What follows belongs to an exercise in optimizing a design on an open flow for small area, a short achievable clock period and few clock cycles per item; a production flow would make more cautious choices.
Only simulation tests tie the RTL to the original design; equivalence was not proved.
No activity file was given, so power comes from the tool's default toggle rates.

==> module pq_engine, before the edit <==
module pq_engine (
  input  wire         clk,
  input  wire         rst_n,
  input  wire         in_valid,
  output wire         in_ready,
  input  wire [63:0] in_data,
  input  wire [4:0]   in_lost_a,
  input  wire [4:0]   in_lost_b,
  output wire         out_valid,
  input  wire         out_ready,
  output reg  [63:0] out_a,
  output reg  [63:0] out_b
);
  function [7:0] gf_mul;
    input [7:0] a;
    input [7:0] b;
    integer i;
    reg [7:0] p, x;
    begin
      p = 8'h00;
      x = a;
      for (i = 0; i < 8; i = i + 1) begin
        if (b[i]) p = p ^ x;
        x = {x[6:0], 1'b0} ^ (x[7] ? 8'h1d : 8'h00);
      end
      gf_mul = p;
    end
  endfunction
  function [7:0] mul_g;
    input [7:0] x;
    mul_g = {x[6:0], 1'b0} ^ (x[7] ? 8'h1d : 8'h00);
  endfunction
  function [7:0] mul_ginv;
    input [7:0] x;
    mul_ginv = {1'b0, x[7:1]} ^ (x[0] ? 8'h8e : 8'h00);
  endfunction
  function [7:0] mul_g29;
    input [7:0] x;
    reg t8, t9, t10;
    begin
      t8  = x[3] ^ x[6];
      t9  = x[4] ^ x[7];
      t10 = x[5] ^ t8;
      mul_g29 = {t8 ^ x[2], x[1] ^ x[2] ^ x[5], x[0] ^ x[1] ^ t9, x[0] ^ t8,
                 t10, t9 ^ t10, x[4] ^ x[5], x[3] ^ t9};
    end
  endfunction
  reg        acc_st;     
  reg        solve_st;   
  reg        out_st;     
  reg [4:0]  unit;       
  reg [4:0]  la, lb;
  reg [5:0]  dd;         
  reg [7:0]  k1, k2;     
  assign in_ready  = acc_st;
  assign out_valid = out_st;
  wire       accept = in_valid & acc_st;
  wire       first  = (unit == 5'd0);
  wire       clr    = accept & (first | (unit == 5'd1 & (la == 5'd0 | lb == 5'd0)));
  wire       take   = accept & (first | ~((unit == la) | (unit == lb)));
  wire [63:0] d1    = in_data & {64{take & (unit != 5'd31)}};
  wire [63:0] d2    = in_data & {64{take & (unit != 5'd30)}};
  always @(posedge clk) begin
    if (!rst_n) begin
      acc_st   <= 1'b1;
      solve_st <= 1'b0;
      out_st   <= 1'b0;
      unit     <= 5'd0;
    end else begin
      if (accept || solve_st)
        unit <= (accept && unit == 5'd31) ? 5'd24 : unit + 5'd1;
      if (accept && unit == 5'd31) begin
        acc_st   <= 1'b0;
        solve_st <= 1'b1;
      end
      if (solve_st && unit == 5'd31) begin
        solve_st <= 1'b0;
        out_st   <= 1'b1;
      end
      if (out_st && out_ready) begin
        out_st <= 1'b0;
        acc_st <= 1'b1;
      end
    end
  end
  always @(posedge clk) begin
    if (accept && first) begin
      la <= in_lost_a;
      lb <= in_lost_b;
      dd <= {1'b0, in_lost_b} - {1'b0, in_lost_a};
    end
  end
  wire a_data = (la < 5'd30);
  wire b_data = (lb < 5'd30);
  wire case_c = (la == 5'd31 && b_data) || (lb == 5'd31 && a_data);   
  wire case_d = (la == 5'd30 && b_data) || (lb == 5'd30 && a_data);   
  wire case_e = a_data && b_data && (la != lb);                       
  wire [4:0] n = a_data ? la : lb;           
  wire       dneg = dd[5];
  wire [4:0] dmag = (dd[4:0] ^ {5{dneg}}) + {4'd0, dneg};
  reg  [7:0] hm;
  always @(*) begin
    case (dmag)
        5'd1: hm = 8'hf4;
        5'd2: hm = 8'ha7;
        5'd3: hm = 8'h9d;
        5'd4: hm = 8'h72;
        5'd5: hm = 8'hed;
        5'd6: hm = 8'h5f;
        5'd7: hm = 8'h54;
        5'd8: hm = 8'ha0;
        5'd9: hm = 8'ha9;
        5'd10: hm = 8'hfb;
        5'd11: hm = 8'h74;
        5'd12: hm = 8'h85;
        5'd13: hm = 8'he4;
        5'd14: hm = 8'hc0;
        5'd15: hm = 8'h8a;
        5'd16: hm = 8'h67;
        5'd17: hm = 8'hdc;
        5'd18: hm = 8'h26;
        5'd19: hm = 8'h63;
        5'd20: hm = 8'hf2;
        5'd21: hm = 8'he9;
        5'd22: hm = 8'hb4;
        5'd23: hm = 8'hd2;
        5'd24: hm = 8'h02;
        5'd25: hm = 8'h8e;
        5'd26: hm = 8'hba;
        5'd27: hm = 8'haa;
        5'd28: hm = 8'hde;
        5'd29: hm = 8'h89;
        default: hm = 8'h00;
    endcase
  end
  wire [7:0] hv = hm ^ {7'd0, dneg};
  reg step_r;
  always @(posedge clk) begin
    if (accept) begin
      step_r <= (unit != 5'd0) && (unit <= n);
      if (unit == 5'd1) begin
        k1 <= case_e ? (hv ^ 8'h01) : case_c ? 8'h01 : 8'h00;
        k2 <= case_e ? hv : 8'h01;
      end else if (step_r) begin
        if (case_c) k1 <= mul_g(k1);
        if (case_d || case_e) k2 <= mul_ginv(k2);
      end
    end
  end
  wire [7:0] e1 = out_a[7:0];
  wire [7:0] e2 = out_b[7:0];
  wire [7:0] x  = gf_mul(e1, k1) ^ gf_mul(e2, k2);
  reg a_e1, a_x, b_e1, b_x;
  always @(*) begin
    if (la == 5'd31)                 begin a_e1 = 1'b0; a_x = 1'b1; end
    else if (la == lb || lb == 5'd31) begin a_e1 = 1'b1; a_x = 1'b0; end
    else if (la == 5'd30)            begin a_e1 = 1'b1; a_x = 1'b1; end
    else                             begin a_e1 = 1'b0; a_x = 1'b1; end
    if (lb == 5'd31)                 begin b_e1 = 1'b0; b_x = 1'b1; end
    else if (la == lb || la == 5'd31) begin b_e1 = 1'b1; b_x = 1'b0; end
    else if (lb == 5'd30)            begin b_e1 = 1'b1; b_x = 1'b1; end
    else if (la == 5'd30)            begin b_e1 = 1'b0; b_x = 1'b1; end
    else                             begin b_e1 = 1'b1; b_x = 1'b1; end
  end
  wire [7:0] na = (e1 & {8{a_e1}}) ^ (x & {8{a_x}});
  wire [7:0] nb = (e1 & {8{b_e1}}) ^ (x & {8{b_x}});
  integer j;
  reg [63:0] b_ginv, b_g29;
  always @(*) begin
    for (j = 0; j < 8; j = j + 1) begin
      b_ginv[8*j +: 8] = mul_ginv(out_b[8*j +: 8]);
      b_g29[8*j +: 8]  = mul_g29(out_b[8*j +: 8]);
    end
  end
  wire        kill = clr | solve_st;
  wire [63:0] rot_a = {na, out_a[63:8]};
  wire [63:0] rot_b = {nb, out_b[63:8]};
  wire [63:0] inj_a = (rot_a & {64{solve_st}}) | d1;
  wire [63:0] inj_b = (rot_b & {64{solve_st}}) | d2;
  always @(posedge clk)
    out_a <= (out_a & {64{~kill}}) ^ inj_a;
  wire        sel29  = accept & (unit == 5'd31);
  wire        selinv = accept & ~clr & (unit < 5'd30);
  wire        selkp  = ~solve_st & ~(accept & (unit != 5'd30));
  always @(posedge clk)
    out_b <= ((out_b & {64{selkp}}) | (b_g29 & {64{sel29}}) | (b_ginv & {64{selinv}})) ^ inj_b;
endmodule
clock: 12.0 ns
lec_check: 0
cap_margin: 20
core_margin: 2
core_utilization: 70
slew_margin: 20
standard.sh (not shown) runs the stock make flow with config.mk's settings and CLKGATE_MAP_FILE= SYNTH_SCRIPT=/design/flow/synth_recipe.tcl, a recipe that flattens the netlist after the stock synthesis.
==> flow/flow/run.sh <==
#!/bin/bash
# The standard layout, with repair_timing aimed at a setup slack of
# SETUP_SLACK_MARGIN (so paths are sped up well past the 12 ns clock) and
# faster port buffers. The SDC and every other step are the standard flow's own.
set -euo pipefail
bash standard.sh SETUP_SLACK_MARGIN=8.45 \
  "BUFFER_PORTS_ARGS=-buffer_cell sky130_fd_sc_hd__buf_1" finish > standard.log 2>&1
The baseline ran to the end with no violations.
Testbench counts at the start, summed over its fixed seeds: cycles 65,600, items 1,600.
Next try:
--- a/flow/design.v
+++ b/flow/design.v
@@ -148,9 +148,9 @@
     end
   end
   wire [7:0] e1 = out_a[7:0];
   wire [7:0] e2 = out_b[7:0];
-  wire [7:0] x  = gf_mul(e1, k1) ^ gf_mul(e2, k2);
+  wire [7:0] x  = gf_mul(k1, e1) ^ gf_mul(k2, e2);
   reg a_e1, a_x, b_e1, b_x;
   always @(*) begin
     if (la == 5'd31)                 begin a_e1 = 1'b0; a_x = 1'b1; end
     else if (la == lb || lb == 5'd31) begin a_e1 = 1'b1; a_x = 1'b0; end
After rerunning: Core utilization is lower by 0.60 points; clock power is lower by about 1%; cell area shrinks by 1.1%; synthesized cell count rises by 0.41%; global-route usage went up by 0.48 points; cell count stays flat; non-clock buffer count fell by 15; die area went down by 0.41%; fmax is lower by 0.38%; first-iteration DRC count came out lower by 2.9%; wire length came out lower by 1.1%; setup slack degrades by 0.014 ns; synthesized area fell by 0.43%.
Testbench counts after the change, summed over its fixed seeds: cycles 65,600, items 1,600.

-- afterwards: timing with drivers on the ports --
The results above use ideal ports. As a check the final layouts listed here were re-extracted and re-timed, cells and wires unchanged.
Step 1: set_driving_cell puts a clkbuf_16 on clk and a buf_2 on each other input, an assumption about the parent block.
Step 2 times the ports against the registers' clock, not the clock port: input delays grow and output delays shrink by t, the midpoint of the rising clock arrivals with the driver on.
a / b / c = ideal ports / drivers / drivers and shift; a / b = the first two.
| run | t, ns | slack for setup (ns) | worst setup path at the end |
|---|---|---|---|
| the first run | 0.485 | 8.459 / 8.410 / 8.063 | input to register |
| the second run | 0.484 | 8.446 / 8.398 / 8.009 | input to register |
After both steps every run listed still meets setup and hold. For the second run, which loses most, drivers alone change the setup slack by -0.048 ns; drivers and shift together by -0.437 ns.
